Source: an optimization exercise on an open RTL-to-GDS flow (aim: small area and a short achievable clock period). Production flows keep margins and buffers that such runs may drop.
The RTL was checked by simulation tests, not by an equivalence proof against the original design.
No activity file was given, so power comes from the tool's default toggle rates.

==> flow/design.v, too long to show whole: its modules and the start of the top module <==
// module yuv_rgb: 3253 lines
// module yuv_rgb_fa: 10 lines
module yuv_rgb (
    input  wire        clk,
    input  wire        rst,
    input  wire        in_valid,
    input  wire [1:0]  in_matrix,
    input  wire        in_full,
    input  wire        in_ten,
    input  wire [9:0]  in_c0,
    input  wire [9:0]  in_c1,
    input  wire [9:0]  in_c2,
    output reg         out_valid,
    output reg  [15:0] out_r,
    output reg  [15:0] out_g,
    output reg  [15:0] out_b
);
  // ...
==> flow/flow/run.sh <==
#!/bin/bash
# The standard layout (standard.sh), with ORFS's setup repair aimed at
# TARGET_NS rather than at the clock period: the constraints are unchanged,
# only the repair works towards more slack. make's full output goes to
# make.log here; ORFS's own per-step logs are under orfs/logs.
set -euo pipefail
TARGET_NS=${TARGET_NS:-3.6}
M=$(python3 -c "print(round($FLOW_PERIOD_NS - $TARGET_NS, 3))")
bash standard.sh SETUP_SLACK_MARGIN=$M finish > make.log 2>&1
==> flow/standard.sh <==
#!/bin/bash
# synth_recipe.tcl (not shown) runs the flow's synth.tcl, then flattens the netlist and writes it again
# the make line also repeats each setting of config.mk as NAME=value (left out here)
make -C /OpenROAD-flow-scripts/flow DESIGN_CONFIG=/design/flow/config.mk WORK_HOME=/design/flow/orfs CLKGATE_MAP_FILE= SYNTH_SCRIPT=/design/flow/synth_recipe.tcl "${@:-finish}"
==> flow/config.mk <==
export PLATFORM = sky130hd
export DESIGN_NAME = yuv_rgb
export DESIGN_NICKNAME = yuv_rgb
export VERILOG_FILES = /design/flow/design.v
export SDC_FILE = /design/flow/constraint.sdc
export NUM_CORES = 4
export LEC_CHECK = 0
export ABC_AREA = 1
export CAP_MARGIN = 20
export CORE_MARGIN = 2
export CORE_UTILIZATION = 40
export SLEW_MARGIN = 20
export SYNTH_HIERARCHICAL = 1
export SYNTH_MINIMUM_KEEP_SIZE = 0
==> flow/constraint.sdc <==
create_clock -name core_clock -period 13.0 [get_ports {clk}]
set_input_delay 2.6000 -clock core_clock [delete_from_list [all_inputs] [get_ports {clk}]]
set_output_delay 2.6000 -clock core_clock [all_outputs]
set_load 0.01 [all_outputs]
==> results.sh, run 1 <==
export IMPL_status="no timing/DRC/antenna violations"
export IMPL_rsz0062_at_grt="yes"
export IMPL_period_share_pct=29.0
export IMPL_fin_skew_ns=0.0376
export IMPL_core_um2=88500
export IMPL_power_leakage_uw=0.0187
export IMPL_critPathArrivalTime_ns=4.29
export IMPL_synth_warning_count=7
export IMPL_critPathCaptureType="flip-flop"
export IMPL_diodes=10
export IMPL_cts_sinks=498
export IMPL_seq_power_uw=2530
export IMPL_die_w_um=303
export IMPL_clk_path_buf_depth=3
export IMPL_worst_slew_pin_slew_ns=1.22
export IMPL_multi_input_area_um2=24400
export IMPL_power_density_nw_per_um2=290
export IMPL_dr_wl_met2_um=81700
export IMPL_ys_top_cells_by_count="987 x nand2_1, 498 x dfxtp_1, 478 x fa_1"
export IMPL_worstPathCellList="clkinv_8, buf_12, nor2_4, buf_4, fa_1, fa_2, fa_1, ha_4, a21oi_4, o21a_1, inv_1, a21oi_2, o211ai_1, xor2_1"
export IMPL_multi_input_area_share_pct=57.8
export IMPL_min_to="q_ten$_DFF_P_"
export IMPL_yosysMostFrequentCell="nand2_1"
export IMPL_viasPerCell=6.40
export IMPL_hold_path_depth=0
export IMPL_largest_class="multi-input gates"
export IMPL_first_iter_violations=5009
==> run 2, diff against run 1 <==
--- a/flow/design.v
+++ b/flow/design.v
@@ -320,343 +320,44 @@
     reg qb_2237;
     reg qb_2238;
     reg qb_2239;
     reg qb_2240;
     reg qb_2241;
     reg qb_2242;
     reg qb_2243;
     reg qb_2244;
-    reg kc0;
-    reg kc1;
-    reg kc4;
-    reg kc10;
-    reg kc15;
-    reg kc27;
-    reg kc28;
-    reg kc29;
-    reg kc36;
-    reg kc38;
-    reg kc39;
-    reg kc41;
-    reg kc43;
-    reg kc45;
-    reg kc46;
-    reg kc47;
-    reg kc49;
-    reg kc50;
-    reg kc54;
-    reg kc56;
-    reg kc58;
-    reg kc62;
-    reg kc64;
-    reg kc70;
-    reg kc79;
-    reg kc80;
-    reg kc86;
-    reg kc87;
-    reg kc88;
-    reg kc92;
-    reg kc95;
-    reg kc98;
-    reg kc100;
-    reg kc102;
-    reg kc103;
-    reg kc104;
-    reg kc106;
-    reg kc108;
-    reg kc109;
-    reg kc112;
-    reg kc114;
-    reg kc116;
-    reg kc117;
-    reg kc118;
-    reg kc119;
-    reg kc120;
-    reg kc121;
-    reg kc122;
-    reg kc123;
-    reg kc124;
-    reg kc125;
-    reg kc126;
-    reg kc127;
-    reg kc128;
-    reg kc129;
-    reg kc130;
-    reg kc131;
-    reg kc132;
-    reg kc133;
-    reg kc134;
-    reg kc135;
-    reg kc136;
-    reg kc137;
-    reg kc138;
-    reg kc139;
-    reg kc140;
-    reg kc141;
-    reg kc142;
-    reg kc143;
-    reg kc144;
-    reg kc145;
-    reg kc146;
-    reg kc147;
-    reg kc154;
-    reg kc155;
-    reg kc156;
-    reg kc157;
-    reg kc158;
-    reg kc159;
-    reg kc160;
-    reg kc161;
-    reg kc162;
-    reg kc163;
-    reg kc164;
-    reg kc165;
     reg yen_2;
     reg yen_0;
     reg yen_02;
     reg yen_1;
+    reg cp102;
+    reg cp101;
+    reg cp212;
     reg cp112;
     reg cp301;
-    reg cp212;
-    reg cp102;
     reg cp302;
-    reg cp312;
     reg cp202;
-    reg cp101;
+    reg cp312;
     reg cp201;
     always @(posedge clk) begin
-        kc0 <= in_cf10 | in_cf12 | in_cf20 | in_cf30;
-        kc1 <= in_cf10 | in_cf11 | in_cf21 | in_cf22 | in_cf31;
-        kc4 <= in_cf11 | in_cf22 | in_cf30 | in_cf31;
-        kc10 <= in_cf10 | in_cf12 | in_cf20 | in_cf22 | in_cf30 | in_cf32;
-        kc15 <= in_cf10 | in_cf12 | in_cf21 | in_cf30 | in_cf31 | in_cf32;
-        kc27 <= in_cf11 | in_cf12 | in_cf20 | in_cf21 | in_cf22 | in_cf30;
-        kc28 <= in_cf10 | in_cf11 | in_cf12 | in_cf20 | in_cf30 | in_cf32;
-        kc29 <= in_cf10 | in_cf12 | in_cf20 | in_cf21 | in_cf31;
-        kc36 <= in_cf12 | in_cf22 | in_cf30 | in_cf31 | in_cf32;
-        kc38 <= in_cf10 | in_cf12 | in_cf20 | in_cf30 | in_cf32;
-        kc39 <= in_cf11 | in_cf12 | in_cf20 | in_cf22 | in_cf31;
-        kc41 <= in_cf11 | in_cf20 | in_cf21 | in_cf22 | in_cf30 | in_cf32;
-        kc43 <= in_cf10 | in_cf12 | in_cf30 | in_cf31 | in_cf32;
-        kc45 <= in_cf10 | in_cf11 | in_cf12 | in_cf22;
-        kc46 <= in_cf12 | in_cf20 | in_cf21 | in_cf22 | in_cf30;
-        kc47 <= in_cf22 | in_cf30 | in_cf31 | in_cf32;
-        kc49 <= in_cf12 | in_cf31;
-        kc50 <= in_cf20 | in_cf22 | in_cf30 | in_cf31 | in_cf32;
-        kc54 <= in_cf12 | in_cf21 | in_cf22 | in_cf31 | in_cf32;
-        kc56 <= in_cf10 | in_cf11 | in_cf12 | in_cf20 | in_cf22 | in_cf30 | in_cf32;
-        kc58 <= in_cf12 | in_cf20 | in_cf30 | in_cf31;
-        kc62 <= in_cf10 | in_cf12 | in_cf21 | in_cf22 | in_cf31 | in_cf32;
-        kc64 <= in_cf10 | in_cf12 | in_cf20 | in_cf21 | in_cf22 | in_cf30 | in_cf31;
-        kc70 <= in_cf12 | in_cf20 | in_cf22 | in_cf30;
-        kc79 <= in_cf20 | in_cf21 | in_cf22;
-        kc80 <= in_cf11 | in_cf12 | in_cf20 | in_cf31 | in_cf32;
-        kc86 <= in_cf10 | in_cf20 | in_cf22 | in_cf30 | in_cf32;
-        kc87 <= in_cf10 | in_cf21 | in_cf22 | in_cf31;
-        kc88 <= in_cf20 | in_cf32;
-        kc92 <= in_cf11 | in_cf12 | in_cf21 | in_cf30 | in_cf31 | in_cf32;
-        kc95 <= in_cf11 | in_cf12 | in_cf31 | in_cf32;
-        kc98 <= in_cf12 | in_cf20 | in_cf30;
-        kc100 <= in_cf10 | in_cf11 | in_cf12 | in_cf20 | in_cf22 | in_cf30 | in_cf31 | in_cf32;
-        kc102 <= in_cf10 | in_cf12 | in_cf20 | in_cf21 | in_cf22 | in_cf31 | in_cf32;
-        kc103 <= in_cf21 | in_cf31 | in_cf32;
-        kc104 <= in_cf12 | in_cf20 | in_cf30 | in_cf31 | in_cf32;
-        kc106 <= in_cf12 | in_cf21 | in_cf22 | in_cf30 | in_cf31;
-        kc108 <= in_cf11 | in_cf12 | in_cf22 | in_cf30;
-        kc109 <= in_cf10 | in_cf11 | in_cf20 | in_cf22 | in_cf30 | in_cf32;
-        kc112 <= in_cf11 | in_cf12 | in_cf21 | in_cf32;
-        kc114 <= in_cf11 | in_cf21 | in_cf22 | in_cf30 | in_cf31;
-        kc116 <= in_cf10 | in_cf12 | in_cf20 | in_cf22 | in_cf30 | in_cf31;
-        kc117 <= in_cf11 | in_cf12 | in_cf20 | in_cf32;
-        kc118 <= in_cf10 | in_cf11 | in_cf12 | in_cf20 | in_cf21 | in_cf22;
-        kc119 <= in_cf10 | in_cf11 | in_cf12 | in_cf20 | in_cf21 | in_cf22 | in_cf30 | in_cf32;
-        kc120 <= in_cf22 | in_cf30;
-        kc121 <= in_cf10 | in_cf11 | in_cf20 | in_cf21 | in_cf30;
-        kc122 <= in_cf11 | in_cf12 | in_cf20 | in_cf21 | in_cf30 | in_cf32;
-        kc123 <= in_cf10 | in_cf11 | in_cf30;
-        kc124 <= in_cf21 | in_cf22 | in_cf31 | in_cf32;
-        kc125 <= in_cf12 | in_cf21 | in_cf22 | in_cf30;
-        kc126 <= in_cf11;
-        kc127 <= in_cf11 | in_cf12 | in_cf21;
-        kc128 <= in_cf10 | in_cf11 | in_cf32;
-        kc129 <= in_cf11 | in_cf12 | in_cf20 | in_cf21 | in_cf32;
-        kc130 <= in_cf10 | in_cf11 | in_cf12 | in_cf21 | in_cf32;
-        kc131 <= in_cf21 | in_cf22;
-        kc132 <= in_cf10 | in_cf11 | in_cf20 | in_cf21 | in_cf22 | in_cf30 | in_cf31 | in_cf32;
-        kc133 <= in_cf10 | in_cf12 | in_cf21 | in_cf22;
-        kc134 <= in_cf20 | in_cf21 | in_cf22 | in_cf32;
-        kc135 <= in_cf11 | in_cf12 | in_cf21 | in_cf22 | in_cf31 | in_cf32;
-        kc136 <= in_cf10 | in_cf11 | in_cf20 | in_cf21 | in_cf22 | in_cf30;
-        kc137 <= in_cf11 | in_cf21 | in_cf22;
-        kc138 <= in_cf10 | in_cf11 | in_cf12 | in_cf20 | in_cf21 | in_cf31;
-        kc139 <= in_cf12 | in_cf20 | in_cf21 | in_cf30 | in_cf32;
-        kc140 <= in_cf20 | in_cf30 | in_cf32;
-        kc141 <= in_cf12 | in_cf20 | in_cf21 | in_cf22;
-        kc142 <= in_cf11 | in_cf12 | in_cf21 | in_cf22 | in_cf30 | in_cf32;
-        kc143 <= in_cf12 | in_cf20 | in_cf21 | in_cf31;
-        kc144 <= in_cf11 | in_cf12 | in_cf20 | in_cf21 | in_cf30 | in_cf31 | in_cf32;
-        kc145 <= in_cf10 | in_cf12 | in_cf20 | in_cf21 | in_cf30 | in_cf32;
-        kc146 <= in_cf30;
-        kc147 <= in_cf10 | in_cf31;
-        kc154 <= in_cf11 | in_cf31;
-        kc155 <= in_cf10 | in_cf21 | in_cf22;
-        kc156 <= in_cf10 | in_cf11 | in_cf21 | in_cf30 | in_cf32;
-        kc157 <= in_cf12 | in_cf21 | in_cf30 | in_cf31 | in_cf32;
-        kc158 <= in_cf20 | in_cf31 | in_cf32;
-        kc159 <= in_cf10 | in_cf12 | in_cf21 | in_cf30 | in_cf32;
-        kc160 <= in_cf10 | in_cf12 | in_cf20 | in_cf31 | in_cf32;
-        kc161 <= in_cf11 | in_cf21 | in_cf31 | in_cf32;
-        kc162 <= in_cf11 | in_cf20;
-        kc163 <= in_cf12 | in_cf21;
-        kc164 <= in_cf10 | in_cf20;
-        kc165 <= in_cf10 | in_cf12 | in_cf31 | in_cf32;
         yen_2 <= in_d2;
         yen_0 <= in_d0;
         yen_02 <= in_d0 | in_d2;
         yen_1 <= in_d1;
+        cp102 <= in_cf10 | in_cf12;
+        cp101 <= in_cf10 | in_cf11;
+        cp212 <= in_cf21 | in_cf22;
         cp112 <= in_cf11 | in_cf12;
         cp301 <= in_cf30 | in_cf31;
-        cp212 <= in_cf21 | in_cf22;
-        cp102 <= in_cf10 | in_cf12;
         cp302 <= in_cf30 | in_cf32;
-        cp312 <= in_cf31 | in_cf32;
         cp202 <= in_cf20 | in_cf22;
-        cp101 <= in_cf10 | in_cf11;
+        cp312 <= in_cf31 | in_cf32;
         cp201 <= in_cf20 | in_cf21;
     end
-    wire kc2 = cp112 | mx2 | cp301;
-    wire kc3 = cf21 | cf30;
-    wire kc5 = cf12 | cp212 | cf32;
-    wire kc6 = cp102 | cp212 | cp302;
-    wire kc7 = cf10 | cf21 | cf30;
-    wire kc8 = mx1 | cf21 | cf31;
-    wire kc9 = cp112 | cf21 | cp301;
-    wire kc11 = cf11 | cf20 | cp312;
-    wire kc12 = cf11 | mx2 | mx3;
-    wire kc13 = cp202;
-    wire kc14 = cp102 | cf22 | cf31;
-    wire kc16 = cp101 | cf20 | mx3;
-    wire kc17 = mx1 | cf21 | cf30;
-    wire kc18 = cf12 | cp202 | cp312;
-    wire kc19 = cp112 | cf31;
-    wire kc20 = mx1 | cp201 | cf32;
-    wire kc21 = cp102 | cf22;
-    wire kc22 = cp112 | cp202 | cp301;
-    wire kc23 = cp112 | cf22 | mx3;
-    wire kc24 = mx1 | cf32;
-    wire kc25 = cf12 | cf21 | cp302;
-    wire kc26 = mx1 | cp202 | cf31;
-    wire kc30 = cf32;
-    wire kc31 = mx1 | cp201 | cf30;
-    wire kc32 = cf10 | cp212 | cp302;
-    wire kc33 = cf12 | cp202 | mx3;
-    wire kc34 = cf10 | cp202 | cf30;
-    wire kc35 = mx1 | cf20 | cf32;
-    wire kc37 = cp101 | mx2 | cf32;
-    wire kc40 = cp102 | mx2;
-    wire kc42 = cp101 | cf22 | cf30;
-    wire kc44 = cp201;
-    wire kc48 = cf12 | cf21 | cf30;
-    wire kc51 = cf10 | cp212 | cf32;
-    wire kc52 = cf10 | cf20 | mx3;
-    wire kc53 = mx1 | cf22 | cf30;
-    wire kc55 = cf11 | cp201 | cp312;
-    wire kc57 = cf12 | cp212 | cf31;
-    wire kc59 = cf11 | cp301;
-    wire kc60 = cf10 | mx2;
-    wire kc61 = cp102 | cp201 | cp312;
-    wire kc63 = cp112 | cf20;
-    wire kc65 = cf11 | cp201 | cp301;
-    wire kc66 = cf11 | cp201 | cf32;
-    wire kc67 = cp301;
-    wire kc68 = cp101 | cp201 | cf32;
-    wire kc69 = cp101 | cf21 | mx3;
-    wire kc71 = cp101 | cf22 | cp312;
-    wire kc72 = cf10 | mx2 | cp312;
-    wire kc73 = cf11 | cp202 | cf32;
-    wire kc74 = mx2 | cf31;
-    wire kc75 = mx1 | cf22 | cf31;
-    wire kc76 = cp102 | cf22 | cp312;
-    wire kc77 = mx1;
-    wire kc78 = cp102 | cf21;
-    wire kc81 = cf20;
-    wire kc82 = mx1 | cf22 | cp301;
-    wire kc83 = cp102 | cp302;
-    wire kc84 = cf10 | cp201 | cf32;
-    wire kc85 = cp112 | mx2 | cf32;
-    wire kc89 = cp202 | cf32;
-    wire kc90 = cf10 | cp201 | cp301;
-    wire kc91 = cp201 | cf31;
-    wire kc93 = mx2 | cp312;
-    wire kc94 = mx1 | cp212 | cp312;
-    wire kc96 = cp102 | cp212 | cp301;
-    wire kc97 = cp101 | cp202 | cp301;
-    wire kc99 = cp101 | cp201 | cp312;
-    wire kc101 = cf20 | cp301;
-    wire kc105 = cf10 | cf22 | mx3;
-    wire kc107 = mx1 | mx2 | cf31;
-    wire kc110 = cf10 | cp201 | cp302;
-    wire kc111 = cf11 | cf22 | mx3;
-    wire kc113 = cf11 | cp212 | cf32;
-    wire kc115 = mx1 | cf21 | cp302;
-    wire kc148 = mx1 | mx2 | cf30;
-    wire kc149 = mx1 | cf20;
-    wire kc150 = cp112 | cf20 | cf30;
-    wire kc151 = cp102 | cp202;
-    wire kc152 = cp101 | cp302;
-    wire kc153 = cf10 | cf30;
-    wire kc166 = cp102 | cf32;
-    wire kc167 = cf10 | cp302;
-    wire kc168 = cf12 | cp302;
-    wire kc169 = cf10 | cf20 | cf32;
-    wire kc170 = cp202 | cf30;
-    wire kc171 = cf11 | cf21 | cp302;
-    wire kc172 = cp101 | cf21 | cf31;
-    wire kc173 = cf11 | cp201 | cf31;
-    wire kc174 = cp102 | cp202 | mx3;
-    wire kc175 = cf12 | mx2 | cp302;
-    wire kc176 = cp112 | cf21 | cp302;
-    wire kc177 = cp102 | cp202 | cp312;
-    wire kc178 = cp212 | cp302;
-    wire kc179 = cp101 | mx2 | cp312;
-    wire kc180 = cf12 | cf22 | cp302;
-    wire kc181 = mx1 | cf22 | cf32;
-    wire kc182 = mx1 | cp201 | cp302;
-    wire kc183 = mx2 | cp302;
-    wire kc184 = cp102 | cp202 | cf32;
-    wire kc185 = cf10 | cf22 | cf30;
-    wire kc186 = cf10;
-    wire kc187 = cf10 | cf20 | cp302;
-    wire kc188 = cp101 | cp201 | cp302;
-    wire kc189 = cp101 | cp202 | cf30;
-    wire kc190 = mx1 | cp212;
-    wire kc191 = cp201 | cf30;
-    wire kc192 = cf10 | cf22 | cp302;
-    wire kc193 = cp102 | mx2 | cf30;
-    wire kc194 = cp112 | cp212 | cf32;
-    wire kc195 = cf12 | cf20 | cp312;
-    wire kc196 = cp101 | cp301;
-    wire kc197 = mx1 | cp312;
-    wire kc198 = cf12 | cp201 | cf32;
-    wire kc199 = cp101 | cp201 | cp301;
-    wire kc200 = cp102 | cf21 | cf32;
-    wire kc201 = cp101 | cf22;
-    wire kc202 = cf12 | mx2 | mx3;
-    wire kc203 = cp112 | cp202 | cf32;
-    wire kc204 = cp101 | cf22 | mx3;
-    wire kc205 = cp102 | cf21 | cf30;
-    wire kc206 = cf12 | cf20;
-    wire kc207 = cp101 | cp212 | cp301;
-    wire kc208 = cf12 | mx3;
-    wire kc209 = cp101 | cp212 | cp302;
-    wire kc210 = cp112 | cf22 | cp312;
-    wire kc211 = cf11 | cp201;
-    wire kc212 = mx1 | cf20 | cp301;
-    wire kc213 = cp112 | cp201 | cf30;
     wire scb_z0 = p_scb_z[0], scb_o0 = p_scb_o[0], scb_t0 = p_scb_t[0], scb_h0 = p_scb_h[0];
     wire scb_z1 = p_scb_z[1], scb_o1 = p_scb_o[1], scb_t1 = p_scb_t[1], scb_h1 = p_scb_h[1];
     wire scb_z2 = p_scb_z[2], scb_o2 = p_scb_o[2], scb_t2 = p_scb_t[2], scb_h2 = p_scb_h[2];
     wire scb_z3 = p_scb_z[3], scb_o3 = p_scb_o[3], scb_t3 = p_scb_t[3], scb_h3 = p_scb_h[3];
     wire scb_z4 = p_scb_z[4], scb_o4 = p_scb_o[4], scb_t4 = p_scb_t[4], scb_h4 = p_scb_h[4];
     wire scr_z0 = p_scr_z[0], scr_o0 = p_scr_o[0], scr_t0 = p_scr_t[0], scr_h0 = p_scr_h[0];
     wire scr_z1 = p_scr_z[1], scr_o1 = p_scr_o[1], scr_t1 = p_scr_t[1], scr_h1 = p_scr_h[1];
     wire scr_z2 = p_scr_z[2], scr_o2 = p_scr_o[2], scr_t2 = p_scr_t[2], scr_h2 = p_scr_h[2];
@@ -888,67 +589,169 @@
     wire sy_215, cy_216;
     yuv_rgb_fa u_sy_215 (.a(py97), .b(py105), .c(cy_166), .s(sy_215), .co(cy_216));
     wire sy_217, cy_218;
     assign sy_217 = py98 ^ py106;
     assign cy_218 = py98 & py106;
     wire [34:0] Ya = {1'b0, 1'b0, cy_218, sy_217, sy_215, sy_213, sy_211, sy_209, sy_207, sy_205, sy_203, sy_201, sy_199, sy_197, sy_195, sy_193, sy_191, sy_189, sy_187, sy_185, sy_183, sy_181, sy_179, sy_177, sy_175, sy_173, sy_171, sy_169, sy_167, py4, py3, py2, py1, 1'b0, 1'b0};
     wire [34:0] Yb = {1'b0, 1'b0, 1'b0, cy_216, cy_214, cy_212, cy_210, cy_208, cy_206, cy_204, cy_202, cy_200, cy_198, cy_196, cy_194, cy_192, cy_190, cy_188, cy_186, cy_184, cy_182, cy_180, cy_178, cy_176, cy_174, cy_172, cy_170, cy_168, py21, py13, py12, py11, 1'b0, 1'b0, 1'b0};
     wire [34:0] Ysum = Ya + Yb;
+    wire kc0 = cp102 | cf20 | cf30;
     wire pp252 = (scr_o0 & kc0) | (scr_h0 & kc0);
+    wire kc1 = cp101 | cp212 | cf31;
+    wire kc2 = cp112 | mx2 | cp301;
     wire pp253 = (scr_o0 & kc1) | (scr_t0 & kc0) | (scr_h0 & kc2);
+    wire kc3 = cf21 | cf30;
+    wire kc4 = cf11 | cf22 | cp301;
     wire pp254 = (scr_o0 & kc3) | (scr_t0 & kc1) | (scr_h0 & kc4);
+    wire kc5 = cf12 | cp212 | cf32;
+    wire kc6 = cp102 | cp212 | cp302;
     wire pp255 = (scr_o0 & kc5) | (scr_t0 & kc3) | (scr_h0 & kc6);
+    wire kc7 = cf10 | cf21 | cf30;
     wire pp256 = (scr_o0 & kc6) | (scr_t0 & kc5) | (scr_h0 & kc7);
+    wire kc8 = mx1 | cf21 | cf31;
+    wire kc9 = cp112 | cf21 | cp301;
     wire pp257 = (scr_o0 & kc8) | (scr_t0 & kc6) | (scr_h0 & kc9);
+    wire kc10 = cp102 | cp202 | cp302;
+    wire kc11 = cf11 | cf20 | cp312;
+    wire kc12 = cf11 | mx2 | mx3;
+    wire kc13 = cp202;
     wire pp258 = (scr_z0 & kc10) | (scr_o0 & kc11) | (scr_t0 & kc12) | (scr_h0 & kc13);
+    wire kc14 = cp102 | cf22 | cf31;
+    wire kc15 = cp102 | cf21 | mx3;
     wire pp259 = (scr_o0 & kc14) | (scr_t0 & kc4) | (scr_h0 & kc15);
+    wire kc16 = cp101 | cf20 | mx3;
+    wire kc17 = mx1 | cf21 | cf30;
+    wire kc18 = cf12 | cp202 | cp312;
     wire pp260 = (scr_z0 & ~kc10) | (scr_o0 & kc16) | (scr_t0 & kc17) | (scr_h0 & kc18);
+    wire kc19 = cp112 | cf31;
+    wire kc20 = mx1 | cp201 | cf32;
+    wire kc21 = cp102 | cf22;
     wire pp261 = (scr_z0 & kc19) | scr_o0 | (scr_t0 & kc20) | (scr_h0 & kc21);
+    wire kc22 = cp112 | cp202 | cp301;
+    wire kc23 = cp112 | cf22 | mx3;
+    wire kc24 = mx1 | cf32;
+    wire kc25 = cf12 | cf21 | cp302;
     wire pp262 = (scr_z0 & kc22) | (scr_o0 & kc23) | (scr_t0 & kc24) | (scr_h0 & kc25);
+    wire kc26 = mx1 | cp202 | cf31;
+    wire kc27 = cp112 | mx2 | cf30;
+    wire kc28 = mx1 | cf20 | cp302;
+    wire kc29 = cp102 | cp201 | cf31;
     wire pp263 = (scr_z0 & kc26) | (scr_o0 & kc27) | (scr_t0 & kc28) | (scr_h0 & kc29);
+    wire kc30 = cf32;
+    wire kc31 = mx1 | cp201 | cf30;
+    wire kc32 = cf10 | cp212 | cp302;
+    wire kc33 = cf12 | cp202 | mx3;
     wire pp264 = (scr_z0 & kc30) | (scr_o0 & kc31) | (scr_t0 & kc32) | (scr_h0 & kc33);
+    wire kc34 = cf10 | cp202 | cf30;
+    wire kc35 = mx1 | cf20 | cf32;
+    wire kc36 = cf12 | cf22 | mx3;
     wire pp265 = (scr_z0 & kc7) | (scr_o0 & kc34) | (scr_t0 & kc35) | (scr_h0 & kc36);
+    wire kc37 = cp101 | mx2 | cf32;
+    wire kc38 = cp102 | cf20 | cp302;
+    wire kc39 = cp112 | cp202 | cf31;
     wire pp266 = (scr_z0 & kc37) | (scr_o0 & kc38) | (scr_t0 & ~kc18) | (scr_h0 & kc39);
+    wire kc40 = cp102 | mx2;
+    wire kc41 = cf11 | mx2 | cp302;
+    wire kc42 = cp101 | cf22 | cf30;
+    wire kc43 = cp102 | mx3;
     wire pp267 = (scr_z0 & kc40) | (scr_o0 & kc41) | (scr_t0 & kc42) | (scr_h0 & kc43);
+    wire kc44 = cp201;
+    wire kc45 = mx1 | cf22;
     wire pp268 = (scr_z0 & ~kc39) | (scr_o0 & ~kc17) | (scr_t0 & kc44) | (scr_h0 & kc45);
+    wire kc46 = cf12 | mx2 | cf30;
+    wire kc47 = cf22 | mx3;
+    wire kc48 = cf12 | cf21 | cf30;
     wire pp269 = (scr_z0 & kc46) | (scr_o0 & kc47) | (scr_t0 & kc43) | (scr_h0 & kc48);
+    wire kc49 = cf12 | cf31;
+    wire kc50 = cp202 | mx3;
+    wire kc51 = cf10 | cp212 | cf32;
+    wire kc52 = cf10 | cf20 | mx3;
     wire pp270 = (scr_z0 & kc49) | (scr_o0 & kc50) | (scr_t0 & kc51) | (scr_h0 & kc52);
+    wire kc53 = mx1 | cf22 | cf30;
+    wire kc54 = cf12 | cp212 | cp312;
+    wire kc55 = cf11 | cp201 | cp312;
     wire pp271 = (scr_z0 & kc53) | (scr_o0 & kc54) | (scr_t0 & kc55) | (scr_h0 & kc10);
+    wire kc56 = mx1 | cp202 | cp302;
+    wire kc57 = cf12 | cp212 | cf31;
+    wire kc58 = cf12 | cf20 | cp301;
+    wire kc59 = cf11 | cp301;
     wire pp272 = (scr_z0 & kc56) | (scr_o0 & kc57) | (scr_t0 & kc58) | (scr_h0 & kc59);
+    wire kc60 = cf10 | mx2;
+    wire kc61 = cp102 | cp201 | cp312;
+    wire kc62 = cp102 | cp212 | cp312;
     wire pp273 = (scr_z0 & kc60) | (scr_o0 & kc61) | (scr_t0 & kc59) | (scr_h0 & kc62);
+    wire kc63 = cp112 | cf20;
+    wire kc64 = cp102 | mx2 | cp301;
     wire pp274 = (scr_z0 & kc63) | (scr_o0 & kc11) | (scr_t0 & ~kc45) | (scr_h0 & kc64);
+    wire kc65 = cf11 | cp201 | cp301;
+    wire kc66 = cf11 | cp201 | cf32;
+    wire kc67 = cp301;
     wire pp275 = (scr_z0 & kc65) | (scr_o0 & kc14) | (scr_t0 & kc66) | (scr_h0 & kc67);
+    wire kc68 = cp101 | cp201 | cf32;
+    wire kc69 = cp101 | cf21 | mx3;
+    wire kc70 = cf12 | cp202 | cf30;
     wire pp276 = (scr_z0 & kc68) | (scr_o0 & kc69) | (scr_t0 & kc36) | (scr_h0 & kc70);
+    wire kc71 = cp101 | cf22 | cp312;
+    wire kc72 = cf10 | mx2 | cp312;
+    wire kc73 = cf11 | cp202 | cf32;
+    wire kc74 = mx2 | cf31;
     wire pp277 = (scr_z0 & kc71) | (scr_o0 & kc72) | (scr_t0 & kc73) | (scr_h0 & kc74);
+    wire kc75 = mx1 | cf22 | cf31;
+    wire kc76 = cp102 | cf22 | cp312;
     wire pp278 = (scr_z0 & ~kc16) | (scr_o0 & ~kc52) | (scr_t0 & kc75) | (scr_h0 & kc76);
+    wire kc77 = mx1;
+    wire kc78 = cp102 | cf21;
     wire pp279 = (scr_z0 & kc77) | (scr_o0 & kc77) | (scr_t0 & ~kc50) | (scr_h0 & kc78);
+    wire kc79 = mx2;
     wire pp280 = (scr_z0 & kc79) | (scr_o0 & kc79) | (scr_t0 & kc79) | (scr_h0 & ~kc43);
+    wire kc80 = cp112 | cf20 | cp312;
+    wire kc81 = cf20;
     wire pp281 = (scr_o1 & kc0) | (scr_h1 & kc0);
     wire pp282 = (scr_o1 & kc1) | (scr_t1 & kc0) | (scr_h1 & kc2);
     wire pp283 = (scr_o1 & kc3) | (scr_t1 & kc1) | (scr_h1 & kc4);
     wire pp284 = (scr_o1 & kc5) | (scr_t1 & kc3) | (scr_h1 & kc6);
     wire pp285 = (scr_o1 & kc6) | (scr_t1 & kc5) | (scr_h1 & kc7);
     wire pp286 = (scr_o1 & kc8) | (scr_t1 & kc6) | (scr_h1 & kc9);
+    wire kc82 = mx1 | cf22 | cp301;
+    wire kc83 = cp102 | cp302;
     wire pp287 = (scr_o1 & kc82) | (scr_t1 & kc8) | (scr_h1 & kc83);
     wire pp288 = (scr_o1 & kc67) | (scr_t1 & kc82) | (scr_h1 & ~kc56);
+    wire kc84 = cf10 | cp201 | cf32;
+    wire kc85 = cp112 | mx2 | cf32;
     wire pp289 = (scr_o1 & kc84) | (scr_t1 & kc67) | (scr_h1 & kc85);
+    wire kc86 = cf10 | cp202 | cp302;
+    wire kc87 = cf10 | cp212 | cf31;
     wire pp290 = (scr_o1 & kc86) | (scr_t1 & kc84) | (scr_h1 & kc87);
+    wire kc88 = cf20 | cf32;
+    wire kc89 = cp202 | cf32;
     wire pp291 = (scr_o1 & kc88) | (scr_t1 & kc86) | (scr_h1 & kc89);
+    wire kc90 = cf10 | cp201 | cp301;
+    wire kc91 = cp201 | cf31;
     wire pp292 = (scr_o1 & kc90) | (scr_t1 & kc88) | (scr_h1 & kc91);
+    wire kc92 = cp112 | cf21 | mx3;
     wire pp293 = (scr_o1 & kc92) | (scr_t1 & kc90) | (scr_h1 & ~kc72);
+    wire kc93 = mx2 | cp312;
+    wire kc94 = mx1 | cp212 | cp312;
     wire pp294 = (scr_o1 & kc93) | (scr_t1 & kc92) | (scr_h1 & kc94);
+    wire kc95 = cp112 | cp312;
     wire pp295 = (scr_o1 & kc23) | (scr_t1 & kc93) | (scr_h1 & kc95);
+    wire kc96 = cp102 | cp212 | cp301;
+    wire kc97 = cp101 | cp202 | cp301;
     wire pp296 = (scr_o1 & kc96) | (scr_t1 & kc23) | (scr_h1 & kc97);
+    wire kc98 = cf12 | cf20 | cf30;
     wire pp297 = (scr_o1 & kc98) | (scr_t1 & kc96) | (scr_h1 & kc38);
     wire pp298 = (scr_o1 & kc52) | (scr_t1 & kc98) | (scr_h1 & kc32);
     wire pp299 = (scr_o1 & kc51) | (scr_t1 & kc52) | (scr_h1 & ~kc16);
     wire pp300 = (scr_o1 & ~kc60) | (scr_t1 & kc51) | (scr_h1 & kc85);
+    wire kc99 = cp101 | cp201 | cp312;
     wire pp301 = (scr_o1 & ~kc42) | (scr_t1 & ~kc60) | (scr_h1 & kc99);
     wire pp302 = (scr_o1 & kc97) | (scr_t1 & ~kc42) | (scr_h1 & kc1);
+    wire kc100 = mx1 | cp202 | mx3;
+    wire kc101 = cf20 | cp301;
     wire pp303 = (scr_o1 & kc100) | (scr_t1 & kc97) | (scr_h1 & kc101);
     wire pp304 = (scr_o1 & ~kc100) | (scr_t1 & kc100) | (scr_h1 & ~kc100);
     wire pp305 = (scr_o1 & ~kc10) | (scr_t1 & ~kc100) | (scr_h1 & kc10);
     wire pp306 = (scr_t1 & ~kc10);
     wire pp307 = (scr_h1 & ~kc10);
     wire pp308 = (scr_o2 & kc0) | (scr_h2 & kc0);
     wire pp309 = (scr_o2 & kc1) | (scr_t2 & kc0) | (scr_h2 & kc2);
     wire pp310 = (scr_o2 & kc3) | (scr_t2 & kc1) | (scr_h2 & kc4);
@@ -1450,59 +1253,123 @@
     wire ax864 = ax767 ^ ac845;
     wire ax865 = ax768 ^ ac846;
     wire ax866 = ax769 ^ ac847;
     wire ax867 = ax770 ^ ac848;
     wire ax868 = ax771 ^ ac849;
     wire ax869 = ax772 ^ ac850;
     wire ax870 = ax773 ^ ac851;
     wire [34:0] SR = {ax870, ax869, ax868, ax867, ax866, ax865, ax864, ax863, ax862, ax861, ax860, ax859, ax858, ax857, ax856, ax855, ax854, ax853, ax852, 16'd0};
+    wire kc102 = cp102 | mx2 | cp312;
+    wire kc103 = cf21 | cp312;
     wire pp871 = (scb_z0 & kc102) | (scb_o0 & kc103) | (scb_t0 & kc102) | (scb_h0 & kc103);
+    wire kc104 = cf12 | cf20 | mx3;
+    wire kc105 = cf10 | cf22 | mx3;
     wire pp872 = (scb_z0 & kc104) | (scb_o0 & ~kc84) | (scb_t0 & kc105) | (scb_h0 & ~kc5);
+    wire kc106 = cf12 | cp212 | cp301;
+    wire kc107 = mx1 | mx2 | cf31;
     wire pp873 = scb_z0 | (scb_o0 & ~kc42) | (scb_t0 & kc106) | (scb_h0 & kc107);
+    wire kc108 = cp112 | cf22 | cf30;
     wire pp874 = (scb_z0 & kc108) | (scb_o0 & ~kc68) | (scb_t0 & kc77) | (scb_h0 & ~kc32);
+    wire kc109 = cp101 | cp202 | cp302;
+    wire kc110 = cf10 | cp201 | cp302;
+    wire kc111 = cf11 | cf22 | mx3;
     wire pp875 = (scb_z0 & ~kc21) | (scb_o0 & kc109) | (scb_t0 & kc110) | (scb_h0 & kc111);
+    wire kc112 = cp112 | cf21 | cf32;
     wire pp876 = (scb_z0 & ~kc99) | (scb_o0 & kc112) | (scb_t0 & kc48) | (scb_h0 & kc76);
+    wire kc113 = cf11 | cp212 | cf32;
     wire pp877 = (scb_z0 & kc83) | (scb_o0 & kc67) | (scb_t0 & kc77) | (scb_h0 & kc113);
+    wire kc114 = cf11 | cp212 | cp301;
+    wire kc115 = mx1 | cf21 | cp302;
     wire pp878 = (scb_z0 & kc10) | (scb_o0 & kc114) | (scb_t0 & kc50) | (scb_h0 & kc115);
+    wire kc116 = cp102 | cp202 | cp301;
     wire pp879 = (scb_z0 & ~kc15) | (scb_o0 & ~kc88) | (scb_t0 & kc62) | (scb_h0 & kc116);
+    wire kc117 = cp112 | cf20 | cf32;
     wire pp880 = (scb_z0 & kc112) | (scb_o0 & kc98) | (scb_t0 & kc58) | (scb_h0 & kc117);
+    wire kc118 = mx1 | mx2;
+    wire kc119 = mx1 | mx2 | cp302;
+    wire kc120 = cf22 | cf30;
     wire pp881 = (scb_z0 & kc118) | (scb_o0 & kc4) | (scb_t0 & kc119) | (scb_h0 & kc120);
+    wire kc121 = cp101 | cp201 | cf30;
+    wire kc122 = cp112 | cp201 | cp302;
+    wire kc123 = cp101 | cf30;
     wire pp882 = (scb_z0 & kc121) | (scb_o0 & kc122) | (scb_t0 & kc95) | (scb_h0 & kc123);
+    wire kc124 = cp212 | cp312;
+    wire kc125 = cf12 | cp212 | cf30;
     wire pp883 = (scb_z0 & kc27) | (scb_o0 & kc124) | (scb_t0 & kc118) | (scb_h0 & kc125);
+    wire kc126 = cf11;
+    wire kc127 = cp112 | cf21;
     wire pp884 = (scb_z0 & ~kc108) | (scb_o0 & kc126) | (scb_t0 & kc127) | (scb_h0 & kc0);
+    wire kc128 = cp101 | cf32;
+    wire kc129 = cp112 | cp201 | cf32;
     wire pp885 = (scb_z0 & kc128) | (scb_o0 & ~kc46) | (scb_t0 & kc129) | (scb_h0 & kc15);
+    wire kc130 = mx1 | cf21 | cf32;
     wire pp886 = (scb_z0 & kc130) | (scb_o0 & kc29) | (scb_t0 & ~kc125) | (scb_h0 & ~kc102);
+    wire kc131 = cp212;
+    wire kc132 = cp101 | mx2 | mx3;
     wire pp887 = (scb_z0 & kc131) | (scb_o0 & kc87) | (scb_t0 & ~kc0) | (scb_h0 & kc132);
+    wire kc133 = cp102 | cp212;
+    wire kc134 = mx2 | cf32;
+    wire kc135 = cp112 | cp212 | cp312;
+    wire kc136 = cp101 | mx2 | cf30;
     wire pp888 = (scb_z0 & kc133) | (scb_o0 & kc134) | (scb_t0 & kc135) | (scb_h0 & kc136);
+    wire kc137 = cf11 | cp212;
     wire pp889 = (scb_z0 & kc92) | (scb_o0 & kc137) | (scb_t0 & ~kc45) | (scb_h0 & ~kc126);
+    wire kc138 = mx1 | cp201 | cf31;
+    wire kc139 = cf12 | cp201 | cp302;
     wire pp890 = (scb_z0 & kc138) | (scb_o0 & kc139) | (scb_t0 & ~kc49) | (scb_h0 & kc64);
     wire pp891 = (scb_z0 & ~kc104) | (scb_o0 & ~kc1) | (scb_t0 & ~kc28) | (scb_h0 & ~kc62);
+    wire kc140 = cf20 | cp302;
     wire pp892 = (scb_z0 & ~kc109) | (scb_o0 & kc140) | (scb_t0 & kc109) | (scb_h0 & kc54);
+    wire kc141 = cf12 | mx2;
+    wire kc142 = cp112 | cp212 | cp302;
     wire pp893 = (scb_z0 & kc141) | (scb_o0 & kc142) | (scb_t0 & ~kc79) | (scb_h0 & ~kc39);
+    wire kc143 = cf12 | cp201 | cf31;
+    wire kc144 = cp112 | cp201 | mx3;
+    wire kc145 = cp102 | cp201 | cp302;
     wire pp894 = (scb_z0 & kc143) | (scb_o0 & kc144) | (scb_t0 & kc145) | (scb_h0 & kc38);
+    wire kc146 = cf30;
     wire pp895 = (scb_z0 & kc146) | (scb_o0 & ~kc64) | (scb_t0 & kc128) | (scb_h0 & kc128);
+    wire kc147 = cf10 | cf31;
     wire pp896 = (scb_z0 & ~kc46) | (scb_o0 & kc147) | (scb_t0 & ~kc119) | (scb_h0 & ~kc119);
+    wire kc148 = mx1 | mx2 | cf30;
+    wire kc149 = mx1 | cf20;
+    wire kc150 = cp112 | cf20 | cf30;
+    wire kc151 = cp102 | cp202;
     wire pp897 = (scb_z1 & kc151) | (scb_t1 & kc151);
     wire pp898 = (scb_z1 & kc24) | (scb_o1 & kc151) | (scb_t1 & kc73);
+    wire kc152 = cp101 | cp302;
+    wire kc153 = cf10 | cf30;
     wire pp899 = (scb_z1 & kc152) | (scb_o1 & kc73) | (scb_t1 & kc153);
+    wire kc154 = cf11 | cf31;
     wire pp900 = (scb_z1 & kc97) | (scb_o1 & kc153) | (scb_t1 & kc154);
+    wire kc155 = cf10 | cp212;
     wire pp901 = (scb_z1 & kc1) | (scb_o1 & kc154) | (scb_t1 & kc155);
+    wire kc156 = cp101 | cf21 | cp302;
     wire pp902 = (scb_z1 & ~kc29) | (scb_o1 & kc155) | (scb_t1 & kc156);
+    wire kc157 = cf12 | cf21 | mx3;
     wire pp903 = (scb_z1 & kc157) | (scb_o1 & kc156) | (scb_t1 & ~kc86);
+    wire kc158 = cf20 | cp312;
     wire pp904 = (scb_z1 & kc158) | (scb_o1 & ~kc86) | (scb_t1 & ~kc114);
+    wire kc159 = cp102 | cf21 | cp302;
     wire pp905 = (scb_z1 & kc159) | (scb_o1 & ~kc114) | (scb_t1 & ~kc124);
+    wire kc160 = cp102 | cf20 | cp312;
     wire pp906 = (scb_z1 & ~kc137) | (scb_o1 & ~kc124) | (scb_t1 & kc160);
+    wire kc161 = cf11 | cf21 | cp312;
     wire pp907 = (scb_z1 & kc161) | (scb_o1 & kc160) | (scb_t1 & ~kc100);
     wire pp908 = (scb_z1 & ~kc45) | (scb_o1 & ~kc100) | (scb_t1 & kc43);
+    wire kc162 = cf11 | cf20;
     wire pp909 = (scb_z1 & ~kc133) | (scb_o1 & kc43) | (scb_t1 & kc162);
+    wire kc163 = cf12 | cf21;
     wire pp910 = (scb_z1 & kc163) | (scb_o1 & kc162) | (scb_t1 & ~kc36);
     wire pp911 = (scb_z1 & ~kc10) | (scb_o1 & ~kc36) | (scb_t1 & kc154);
     wire pp912 = (scb_z1 & ~kc27) | (scb_o1 & kc154) | (scb_t1 & kc88);
+    wire kc164 = cf10 | cf20;
     wire pp913 = (scb_z1 & ~kc106) | (scb_o1 & kc88) | (scb_t1 & kc164);
+    wire kc165 = cp102 | cp312;
     wire pp914 = (scb_z1 & kc165) | (scb_o1 & kc164) | (scb_t1 & ~kc136);
     wire pp915 = (scb_z1 & kc47) | (scb_o1 & ~kc136) | (scb_t1 & kc70);
     wire pp916 = (scb_z1 & ~kc125) | (scb_o1 & kc70) | (scb_t1 & ~kc163);
     wire pp917 = (scb_z1 & kc103) | (scb_o1 & ~kc163) | (scb_t1 & ~kc50);
     wire pp918 = (scb_z1 & ~kc130) | (scb_o1 & ~kc50) | (scb_t1 & ~kc56);
     wire pp919 = (scb_z1 & ~kc41) | (scb_o1 & ~kc56) | (scb_t1 & kc126);
     wire pp920 = (scb_z1 & ~kc100) | (scb_o1 & kc126);
     wire pp921 = (scb_z1 & kc126);
@@ -1552,60 +1419,78 @@
     wire pp965 = (scb_z3 & kc47) | (scb_o3 & ~kc136) | (scb_t3 & kc70);
     wire pp966 = (scb_z3 & ~kc125) | (scb_o3 & kc70) | (scb_t3 & ~kc163);
     wire pp967 = (scb_z3 & kc103) | (scb_o3 & ~kc163) | (scb_t3 & ~kc50);
     wire pp968 = (scb_z3 & ~kc130) | (scb_o3 & ~kc50) | (scb_t3 & ~kc56);
     wire pp969 = (scb_z3 & ~kc41) | (scb_o3 & ~kc56) | (scb_t3 & kc126);
     wire pp970 = (scb_z3 & ~kc100) | (scb_o3 & kc126);
     wire pp971 = (scb_z3 & kc126);
     wire pp972 = (scb_z4 & kc151) | (scb_t4 & kc26);
+    wire kc166 = cp102 | cf32;
     wire pp973 = (scb_z4 & kc166) | (scb_o4 & kc26) | (scb_t4 & ~kc17);
+    wire kc167 = cf10 | cp302;
     wire pp974 = (scb_z4 & kc167) | (scb_o4 & ~kc17) | (scb_t4 & kc7);
     wire pp975 = (scb_z4 & kc34) | (scb_o4 & kc7);
     wire pp976 = (scb_z4 & ~kc144) | (scb_t4 & kc1);
     wire pp977 = (scb_z4 & ~kc138) | (scb_o4 & kc1) | (scb_t4 & ~kc39);
+    wire kc168 = cf12 | cp302;
     wire pp978 = (scb_z4 & kc168) | (scb_o4 & ~kc39) | (scb_t4 & kc19);
     wire pp979 = (scb_z4 & kc88) | (scb_o4 & kc19) | (scb_t4 & ~kc4);
     wire pp980 = (scb_z4 & kc83) | (scb_o4 & ~kc4) | (scb_t4 & kc0);
     wire pp981 = (scb_z4 & kc38) | (scb_o4 & kc0) | (scb_t4 & ~kc4);
     wire pp982 = (scb_z4 & kc30) | (scb_o4 & ~kc4);
     wire pp983 = (scb_z4 & kc140) | (scb_t4 & ~kc13);
     wire pp984 = (scb_z4 & kc140) | (scb_o4 & ~kc13) | (scb_t4 & ~kc6);
     wire pp985 = (scb_z4 & ~kc132) | (scb_o4 & ~kc6) | (scb_t4 & ~kc23);
     wire pp986 = (scb_o4 & ~kc23);
     wire pp987 = (scb_z4 & ~kc2) | (scb_t4 & kc11);
+    wire kc169 = cf10 | cf20 | cf32;
     wire pp988 = (scb_z4 & kc169) | (scb_o4 & kc11) | (scb_t4 & ~kc23);
     wire pp989 = (scb_z4 & kc166) | (scb_o4 & ~kc23) | (scb_t4 & ~kc34);
     wire pp990 = (scb_z4 & ~kc138) | (scb_o4 & ~kc34) | (scb_t4 & kc2);
     wire pp991 = (scb_z4 & kc169) | (scb_o4 & kc2) | (scb_t4 & ~kc19);
     wire pp992 = (scb_z4 & kc30) | (scb_o4 & ~kc19) | (scb_t4 & kc8);
+    wire kc170 = cp202 | cf30;
     wire pp993 = (scb_z4 & kc170) | (scb_o4 & kc8);
     wire pp994 = (scb_z4 & ~kc12);
     wire pp995 = (scr_z0 & kc102) | (scr_t0 & kc102);
     wire pp996 = (scr_z0 & ~kc80) | (scr_o0 & kc102) | (scr_t0 & kc104);
     wire pp997 = (scr_z0 & kc161) | (scr_o0 & kc104) | (scr_t0 & ~kc151);
+    wire kc171 = cf11 | cf21 | cp302;
     wire pp998 = (scr_z0 & kc171) | (scr_o0 & ~kc151) | (scr_t0 & ~kc1);
+    wire kc172 = cp101 | cf21 | cf31;
     wire pp999 = (scr_z0 & ~kc33) | (scr_o0 & ~kc1) | (scr_t0 & kc172);
     wire pp1000 = (scr_z0 & kc93) | (scr_o0 & kc172) | (scr_t0 & kc82);
+    wire kc173 = cf11 | cp201 | cf31;
     wire pp1001 = (scr_z0 & ~kc83) | (scr_o0 & kc82) | (scr_t0 & kc173);
     wire pp1002 = (scr_z0 & ~kc94) | (scr_o0 & kc173) | (scr_t0 & kc78);
     wire pp1003 = (scr_z0 & kc26) | (scr_o0 & kc78) | (scr_t0 & kc151);
+    wire kc174 = cp102 | cp202 | mx3;
     wire pp1004 = (scr_z0 & kc174) | (scr_o0 & kc151) | (scr_t0 & kc15);
+    wire kc175 = cf12 | mx2 | cp302;
     wire pp1005 = (scr_z0 & kc175) | (scr_o0 & kc15) | (scr_t0 & ~kc152);
+    wire kc176 = cp112 | cf21 | cp302;
     wire pp1006 = (scr_z0 & kc176) | (scr_o0 & ~kc152) | (scr_t0 & kc119);
+    wire kc177 = cp102 | cp202 | cp312;
     wire pp1007 = (scr_z0 & ~kc103) | (scr_o0 & kc119) | (scr_t0 & kc177);
     wire pp1008 = (scr_z0 & kc40) | (scr_o0 & kc177) | (scr_t0 & kc151);
+    wire kc178 = cp212 | cp302;
     wire pp1009 = (scr_z0 & kc178) | (scr_o0 & kc151) | (scr_t0 & ~kc35);
+    wire kc179 = cp101 | mx2 | cp312;
     wire pp1010 = (scr_z0 & kc179) | (scr_o0 & ~kc35) | (scr_t0 & kc23);
+    wire kc180 = cf12 | cf22 | cp302;
     wire pp1011 = (scr_z0 & kc180) | (scr_o0 & kc23) | (scr_t0 & kc108);
     wire pp1012 = (scr_z0 & kc162) | (scr_o0 & kc108) | (scr_t0 & ~kc6);
+    wire kc181 = mx1 | cf22 | cf32;
     wire pp1013 = (scr_z0 & ~kc57) | (scr_o0 & ~kc6) | (scr_t0 & kc181);
     wire pp1014 = (scr_z0 & ~kc162) | (scr_o0 & kc181) | (scr_t0 & kc125);
     wire pp1015 = (scr_z0 & ~kc129) | (scr_o0 & kc125) | (scr_t0 & kc1);
+    wire kc182 = mx1 | cp201 | cp302;
     wire pp1016 = (scr_z0 & ~kc21) | (scr_o0 & kc1) | (scr_t0 & kc182);
+    wire kc183 = mx2 | cp302;
     wire pp1017 = (scr_z0 & kc183) | (scr_o0 & kc182) | (scr_t0 & ~kc100);
     wire pp1018 = (scr_z0 & ~kc41) | (scr_o0 & ~kc100) | (scr_t0 & kc154);
     wire pp1019 = (scr_z0 & ~kc56) | (scr_o0 & kc154);
     wire pp1020 = (scr_z0 & kc126);
     wire pp1021 = (scr_z1 & kc102) | (scr_t1 & kc102);
     wire pp1022 = (scr_z1 & ~kc80) | (scr_o1 & kc102) | (scr_t1 & kc104);
     wire pp1023 = (scr_z1 & kc161) | (scr_o1 & kc104) | (scr_t1 & ~kc151);
     wire pp1024 = (scr_z1 & kc171) | (scr_o1 & ~kc151) | (scr_t1 & ~kc1);
@@ -1678,34 +1563,38 @@
     wire pp1091 = (scr_z3 & ~kc57) | (scr_o3 & ~kc6) | (scr_t3 & kc181);
     wire pp1092 = (scr_z3 & ~kc162) | (scr_o3 & kc181) | (scr_t3 & kc125);
     wire pp1093 = (scr_z3 & ~kc129) | (scr_o3 & kc125) | (scr_t3 & kc1);
     wire pp1094 = (scr_z3 & ~kc21) | (scr_o3 & kc1) | (scr_t3 & kc182);
     wire pp1095 = (scr_z3 & kc183) | (scr_o3 & kc182) | (scr_t3 & ~kc100);
     wire pp1096 = (scr_z3 & ~kc41) | (scr_o3 & ~kc100) | (scr_t3 & kc154);
     wire pp1097 = (scr_z3 & ~kc56) | (scr_o3 & kc154);
     wire pp1098 = (scr_z3 & kc126);
+    wire kc184 = cp102 | cp202 | cf32;
     wire pp1099 = (scr_z4 & kc184) | (scr_t4 & ~kc3);
+    wire kc185 = cf10 | cf22 | cf30;
     wire pp1100 = (scr_z4 & kc185) | (scr_o4 & ~kc3) | (scr_t4 & ~kc1);
     wire pp1101 = (scr_z4 & kc30) | (scr_o4 & ~kc1) | (scr_t4 & ~kc26);
     wire pp1102 = (scr_z4 & ~kc107) | (scr_o4 & ~kc26) | (scr_t4 & ~kc1);
+    wire kc186 = cf10;
     wire pp1103 = (scr_z4 & kc186) | (scr_o4 & ~kc1) | (scr_t4 & ~kc33);
     wire pp1104 = (scr_z4 & kc89) | (scr_o4 & ~kc33) | (scr_t4 & ~kc11);
     wire pp1105 = (scr_z4 & kc13) | (scr_o4 & ~kc11) | (scr_t4 & ~kc6);
     wire pp1106 = (scr_z4 & ~kc94) | (scr_o4 & ~kc6) | (scr_t4 & kc8);
     wire pp1107 = (scr_z4 & kc151) | (scr_o4 & kc8) | (scr_t4 & kc26);
     wire pp1108 = (scr_z4 & kc10) | (scr_o4 & kc26) | (scr_t4 & ~kc13);
     wire pp1109 = (scr_z4 & ~kc172) | (scr_o4 & ~kc13) | (scr_t4 & kc39);
     wire pp1110 = (scr_z4 & kc168) | (scr_o4 & kc39) | scr_t4;
     wire pp1111 = (scr_z4 & ~kc161) | scr_o4 | (scr_t4 & ~kc3);
     wire pp1112 = (scr_z4 & kc151) | (scr_o4 & ~kc3) | (scr_t4 & kc26);
     wire pp1113 = (scr_z4 & ~kc138) | (scr_o4 & kc26) | (scr_t4 & kc4);
     wire pp1114 = (scr_z4 & ~kc9) | (scr_o4 & kc4) | (scr_t4 & kc23);
     wire pp1115 = (scr_z4 & kc180) | (scr_o4 & kc23) | (scr_t4 & ~kc68);
     wire pp1116 = (scr_z4 & kc81) | (scr_o4 & ~kc68) | (scr_t4 & ~kc6);
+    wire kc187 = cf10 | cf20 | cp302;
     wire pp1117 = (scr_z4 & kc187) | (scr_o4 & ~kc6) | (scr_t4 & kc62);
     wire pp1118 = (scr_z4 & ~kc173) | (scr_o4 & kc62) | (scr_t4 & ~kc68);
     wire pp1119 = (scr_z4 & kc185) | (scr_o4 & ~kc68) | (scr_t4 & kc1);
     wire pp1120 = (scr_z4 & kc140) | (scr_o4 & kc1) | (scr_t4 & kc28);
     wire pp1121 = (scr_z4 & ~kc8) | (scr_o4 & kc28);
     wire pp1122 = (scr_z4 & ~kc12);
     wire sg_1123, cg_1124;
     assign sg_1123 = pp879 ^ pp903;
@@ -2379,66 +2268,92 @@
     wire ax1875 = ax1778 ^ ac1856;
     wire ax1876 = ax1779 ^ ac1857;
     wire ax1877 = ax1780 ^ ac1858;
     wire ax1878 = ax1781 ^ ac1859;
     wire ax1879 = ax1782 ^ ac1860;
     wire ax1880 = ax1783 ^ ac1861;
     wire ax1881 = ax1784 ^ ac1862;
     wire [34:0] SG = {ax1881, ax1880, ax1879, ax1878, ax1877, ax1876, ax1875, ax1874, ax1873, ax1872, ax1871, ax1870, ax1869, ax1868, ax1867, ax1866, ax1865, ax1864, ax1863, 16'd0};
+    wire kc188 = cp101 | cp201 | cp302;
     wire pp1882 = (scb_o0 & kc188) | (scb_h0 & kc188);
     wire pp1883 = (scb_o0 & ~kc73) | (scb_t0 & kc188) | (scb_h0 & kc80);
     wire pp1884 = (scb_o0 & kc152) | (scb_t0 & ~kc73) | (scb_h0 & ~kc79);
+    wire kc189 = cp101 | cp202 | cf30;
     wire pp1885 = (scb_o0 & kc189) | (scb_t0 & kc152) | (scb_h0 & ~kc19);
     wire pp1886 = (scb_o0 & kc67) | (scb_t0 & kc189) | (scb_h0 & ~kc130);
+    wire kc190 = mx1 | cp212;
     wire pp1887 = (scb_o0 & kc190) | (scb_t0 & kc67) | (scb_h0 & kc57);
     wire pp1888 = (scb_z0 & kc10) | (scb_o0 & ~kc64) | (scb_t0 & ~kc14) | (scb_h0 & kc142);
+    wire kc191 = cp201 | cf30;
     wire pp1889 = (scb_z0 & ~kc174) | (scb_o0 & kc181) | (scb_t0 & kc191) | (scb_h0 & ~kc57);
     wire pp1890 = (scb_z0 & kc154) | (scb_o0 & ~kc92) | (scb_t0 & ~kc126) | (scb_h0 & kc176);
+    wire kc192 = cf10 | cf22 | cp302;
     wire pp1891 = (scb_z0 & kc103) | (scb_o0 & kc155) | (scb_t0 & kc192) | (scb_h0 & kc97);
+    wire kc193 = cp102 | mx2 | cf30;
     wire pp1892 = (scb_z0 & ~kc42) | (scb_o0 & kc50) | (scb_t0 & kc193) | (scb_h0 & ~kc159);
+    wire kc194 = cp112 | cp212 | cf32;
     wire pp1893 = (scb_z0 & ~kc105) | (scb_o0 & kc105) | (scb_t0 & ~kc15) | (scb_h0 & kc194);
     wire pp1894 = (scb_z0 & kc174) | (scb_o0 & kc55) | (scb_t0 & ~kc174) | (scb_h0 & ~kc174);
     wire pp1895 = (scb_z0 & kc102) | (scb_o0 & ~kc133) | (scb_t0 & kc60) | (scb_h0 & ~kc62);
+    wire kc195 = cf12 | cf20 | cp312;
     wire pp1896 = (scb_z0 & ~kc46) | (scb_o0 & kc195) | (scb_t0 & kc125) | (scb_h0 & kc148);
+    wire kc196 = cp101 | cp301;
     wire pp1897 = (scb_z0 & ~kc140) | (scb_o0 & ~kc19) | (scb_t0 & kc117) | (scb_h0 & kc196);
+    wire kc197 = mx1 | cp312;
     wire pp1898 = (scb_z0 & ~kc194) | (scb_o0 & kc87) | (scb_t0 & kc197) | (scb_h0 & kc125);
+    wire kc198 = cf12 | cp201 | cf32;
     wire pp1899 = (scb_z0 & kc198) | (scb_o0 & ~kc19) | (scb_t0 & kc73) | (scb_h0 & kc149);
     wire pp1900 = (scb_z0 & ~kc192) | (scb_o0 & ~kc15) | (scb_t0 & ~kc112) | (scb_h0 & ~kc19);
+    wire kc199 = cp101 | cp201 | cp301;
+    wire kc200 = cp102 | cf21 | cf32;
     wire pp1901 = (scb_z0 & kc199) | (scb_o0 & kc200) | (scb_t0 & kc148) | (scb_h0 & kc165);
+    wire kc201 = cp101 | cf22;
     wire pp1902 = (scb_z0 & ~kc137) | (scb_o0 & kc201) | (scb_t0 & kc77) | (scb_h0 & kc187);
+    wire kc202 = cf12 | mx2 | mx3;
     wire pp1903 = (scb_z0 & ~kc136) | (scb_o0 & kc202) | (scb_t0 & ~kc8) | (scb_h0 & ~kc166);
+    wire kc203 = cp112 | cp202 | cf32;
     wire pp1904 = (scb_z0 & kc203) | (scb_o0 & kc198) | (scb_t0 & kc129) | (scb_h0 & kc195);
     wire pp1905 = (scb_z0 & kc198) | (scb_o0 & kc185) | (scb_t0 & kc117) | (scb_h0 & ~kc198);
     wire pp1906 = (scb_z0 & kc7) | (scb_o0 & kc145) | (scb_t0 & kc85) | (scb_h0 & ~kc38);
+    wire kc204 = cp101 | cf22 | mx3;
     wire pp1907 = (scb_z0 & ~kc31) | (scb_o0 & kc113) | (scb_t0 & kc204) | (scb_h0 & kc64);
+    wire kc205 = cp102 | cf21 | cf30;
     wire pp1908 = (scb_z0 & ~kc79) | (scb_o0 & ~kc74) | (scb_t0 & kc115) | (scb_h0 & kc205);
+    wire kc206 = cf12 | cf20;
     wire pp1909 = (scb_z0 & kc80) | (scb_o0 & kc117) | (scb_t0 & kc117) | (scb_h0 & kc206);
     wire pp1910 = (scb_z0 & kc190) | (scb_o0 & ~kc140) | (scb_t0 & ~kc140) | (scb_h0 & kc62);
     wire pp1911 = (scb_h0 & kc126);
     wire pp1912 = (scb_o1 & kc188) | (scb_h1 & kc188);
     wire pp1913 = (scb_o1 & ~kc73) | (scb_t1 & kc188) | (scb_h1 & kc80);
     wire pp1914 = (scb_o1 & kc152) | (scb_t1 & ~kc73) | (scb_h1 & ~kc79);
     wire pp1915 = (scb_o1 & kc189) | (scb_t1 & kc152) | (scb_h1 & ~kc19);
     wire pp1916 = (scb_o1 & kc67) | (scb_t1 & kc189) | (scb_h1 & ~kc130);
     wire pp1917 = (scb_o1 & kc190) | (scb_t1 & kc67) | (scb_h1 & kc57);
     wire pp1918 = (scb_o1 & ~kc103) | (scb_t1 & kc190) | (scb_h1 & ~kc36);
     wire pp1919 = (scb_o1 & ~kc75) | (scb_t1 & ~kc103) | (scb_h1 & ~kc26);
+    wire kc207 = cp101 | cp212 | cp301;
+    wire kc208 = cf12 | mx3;
     wire pp1920 = (scb_o1 & kc207) | (scb_t1 & ~kc75) | (scb_h1 & kc208);
+    wire kc209 = cp101 | cp212 | cp302;
     wire pp1921 = (scb_o1 & kc209) | (scb_t1 & kc207) | (scb_h1 & kc132);
+    wire kc210 = cp112 | cf22 | cp312;
     wire pp1922 = (scb_o1 & kc210) | (scb_t1 & kc209) | (scb_h1 & ~kc110);
     wire pp1923 = (scb_o1 & kc34) | (scb_t1 & kc210) | (scb_h1 & ~kc152);
     wire pp1924 = (scb_o1 & kc34) | (scb_t1 & kc34) | (scb_h1 & ~kc143);
+    wire kc211 = cf11 | cp201;
     wire pp1925 = (scb_o1 & kc211) | (scb_t1 & kc34) | (scb_h1 & kc211);
     wire pp1926 = (scb_o1 & kc137) | (scb_t1 & kc211) | (scb_h1 & kc153);
     wire pp1927 = (scb_o1 & ~kc126) | (scb_t1 & kc137) | (scb_h1 & ~kc162);
+    wire kc212 = mx1 | cf20 | cp301;
     wire pp1928 = (scb_o1 & kc212) | (scb_t1 & ~kc126) | (scb_h1 & kc88);
     wire pp1929 = (scb_o1 & ~kc159) | (scb_t1 & kc212) | (scb_h1 & kc173);
     wire pp1930 = (scb_o1 & ~kc43) | (scb_t1 & ~kc159) | (scb_h1 & kc148);
     wire pp1931 = (scb_o1 & ~kc26) | (scb_t1 & ~kc43) | (scb_h1 & ~kc118);
+    wire kc213 = cp112 | cp201 | cf30;
     wire pp1932 = (scb_o1 & kc5) | (scb_t1 & ~kc26) | (scb_h1 & kc213);
     wire pp1933 = (scb_o1 & ~kc121) | (scb_t1 & kc5) | (scb_h1 & ~kc31);
     wire pp1934 = (scb_o1 & kc135) | (scb_t1 & ~kc121) | (scb_h1 & ~kc90);
     wire pp1935 = (scb_o1 & kc199) | (scb_t1 & kc135) | (scb_h1 & kc90);
     wire pp1936 = (scb_o1 & ~kc10) | (scb_t1 & kc199) | scb_h1;
     wire pp1937 = (scb_t1 & ~kc10);
     wire pp1938 = (scb_h1 & ~kc10);
     wire pp1939 = (scb_o2 & kc188) | (scb_h2 & kc188);
==> flow/flow/run.sh (replaced) <==
#!/bin/bash
# The standard layout (standard.sh), with ORFS's setup repair aimed at
# TARGET_NS rather than at the clock period, and allowed to change a cell's
# footprint (e.g. a stronger flip-flop): the constraints are unchanged, only
# the repair works towards more slack. make's full output goes to make.log
# here; ORFS's own per-step logs are under orfs/logs.
set -euo pipefail
TARGET_NS=${TARGET_NS:-3.7}
M=$(python3 -c "print(round($FLOW_PERIOD_NS - $TARGET_NS, 3))")
bash standard.sh SETUP_SLACK_MARGIN=$M MATCH_CELL_FOOTPRINT=0 finish > make.log 2>&1
==> results.sh, run 2 <==
export IMPL_ys_top_cells_by_count="980 x nand2_1, 478 x fa_1, 418 x dfxtp_1"
export IMPL_die_w_um=295
export IMPL_viasPerCell=6.47
export IMPL_largestRegisters="out_b x16, out_g x16, out_r x16"
export IMPL_synth_avg_cell_area_um2=8.46
export IMPL_status="no timing/DRC/antenna violations"
export IMPL_drive_gt1_share_pct=19.0
export IMPL_startpoint_type="flip-flop"
export IMPL_first_iter_violations=5654
export IMPL_fin_skew_ns=0.0442
export IMPL_syn_area_um2=33900
export IMPL_critPathCaptureType="flip-flop"
export IMPL_synth_seq_area_share_pct=24.7
export IMPL_wirelength_um=214000
export IMPL_clockPowerShare_pct=12.7
export IMPL_synth_top_flop_cell="dfxtp_1"
export IMPL_power_density_nw_per_um2=282
export IMPL_min_to="q_ten$_DFF_P_"
export IMPL_hold_buffers=0
export IMPL_place_hpwl_um=157000
export IMPL_core_um2=83800
export IMPL_synth_edf_count=0
export IMPL_grt_overflow=0
export IMPL_hold_viol=0
export IMPL_clk_path_buf_depth=3
export IMPL_hold_path_depth=0
export IMPL_drc=0
export IMPL_grtUsageTotal_pct=48.7
export IMPL_clkTransAtPathRegs_ns=0.06
export IMPL_yosysMostFrequentCell="nand2_1"
export IMPL_ant_nets=0
export IMPL_initial_core_util_pct=40.4
export IMPL_crit_fanout=10
export IMPL_final_setup_tns_ns=0
export IMPL_period_share_pct=29.6
export IMPL_rsz0062_at_grt="yes"
export IMPL_antenna_found_initial=21
export IMPL_fmax_mhz=260
export IMPL_synth_cells=4005
export IMPL_power_leakage_uw=0.0183
export IMPL_critPathArrivalTime_ns=4.35
export IMPL_cts_sinks=418
export IMPL_area_delta_synth_final_pct=22.2
export IMPL_layout_commonest_cell="nand2_1"
export IMPL_cts_tree="built"
export IMPL_ys_types=49
export IMPL_worst_slew_pin_slew_ns=1.15
export IMPL_synth_warning_count=7
export IMPL_synth_top_area_share_pct=28.2
run 2: cell types whose count changed in the layout (fill, tap and decap cells not counted), sizes merged, moves of 17 or more:
cell      previous run  this run
dfxtp              498       418
a22oi               68        50
buf                262       330
clkbuf              75       106
inv                348       318
nor2               302       349
clkinvlp            34        56
nand2             1019       991
a21oi              120       137
nand3              161       132
run 2: worst max-delay path: stages, from the launching register on:
cell and delay [ns]:
dfxtp_2 0.33, buf_12 0.16, nor2_4 0.13, inv_4 0.07, nor2_4 0.09, buf_6 0.16
clkinvlp_4 0.17, buf_6 0.16, nand2_4 0.07, o2111ai_4 0.13, fa_1 0.60, fa_1 0.47
fa_2 0.67, fa_2 0.48
run 2: metrics by stage:
step	hold slack (ns)	cells	util, %	cell area, µm²	setup slack (ns)
floorplan	0.310	4005	-	33900	9.28
global placement	0.312	5131	43.2	36200	7.36
detailed placement	0.314	5131	43.2	36200	7.13
CTS	0.321	5363	48.1	40300	9.22
global route	0.329	5442	49.4	41400	9.18
finish	0.324	5449	49.4	41400	9.15
run 2: cell type report:
class                      instances  area, µm²
fill                            8182      42400
multi-input combinational       3006      24500
sequential                       418       8450
timing repair buffer             414       3650
inverter                         375       1610
tap                             1134       1420
clock buffer                      66       1390
clock inverter                    23        330
antenna                           12       30.0
timing repair inverter             1       6.26
run 2: worst max-delay path by stage:
stage,endpoint,cells past startpoint
6_report,qg_1495$_DFF_P_,13
5_1_grt,qy_246$_DFF_P_,16
4_1_cts,qg_1522$_DFF_P_,11
3_5_place_dp,qg_1513$_DFF_P_,9
3_3_place_gp,qg_1513$_DFF_P_,9
2_1_floorplan,p_scb_z[0]$_DFF_P_,6
run 2: power groups by stage:
stage	Combinational, µW	Sequential (µW)	Clock (µW)
finish	8020	2160	1480
global route	8830	2200	1550
CTS	7610	2160	1490
detailed placement	7400	2180	0
global placement	7280	2170	0
floorplan	5090	2040	0
run 2: metal layers:
| metal | GRT usage (%) | vias to the layer above | wire [µm] | part of all wire, % |
|---|---|---|---|---|
| li1 | - | 14030 | - | - |
| met2 | 66.3 | 3055 | 82100 | 38 |
| met4 | 40.8 | 14 | 23600 | 11 |
| met5 | 1.61 | - | 419 | 0.20 |
| met3 | 22.8 | 1112 | 30500 | 14 |
| met1 | 57.7 | 17020 | 77000 | 36 |
run 2: timing repair:
item | in CTS | in global routing
gates cloned | 3 | 1
setup buffers | 140 | 72
endpoints found under the setup margin | 312 | 157
pin swaps | 61 | 76
resized for setup | 385 | 219
run 2: Yosys stat by module, one instance, submodules excluded:
| module | copies in the design | flip-flops and latches | cell area [µm²] |
|---|---|---|---|
| yuv_rgb | 1 | 418 | 24400 |
| yuv_rgb_fa | 474 | 0 | 20.0 |
run 2: cell families after synthesis:
logic type      after synthesis  synth area share, %
xor+xnor                     36                0.931
compound gates              844                 17.0
simple gates               1529                 18.2
flops                       418                 24.7
fa+ha+maj                   597                 32.6
buf+inv                     581                 6.57

Setup slack of run 2, layout unchanged: 9.148 ns with ideal ports, 9.148 ns with driving cells assumed (clock clkbuf_16, inputs buf_2), 8.776 ns with port delays also shifted by the 0.703 ns mid clock arrival.
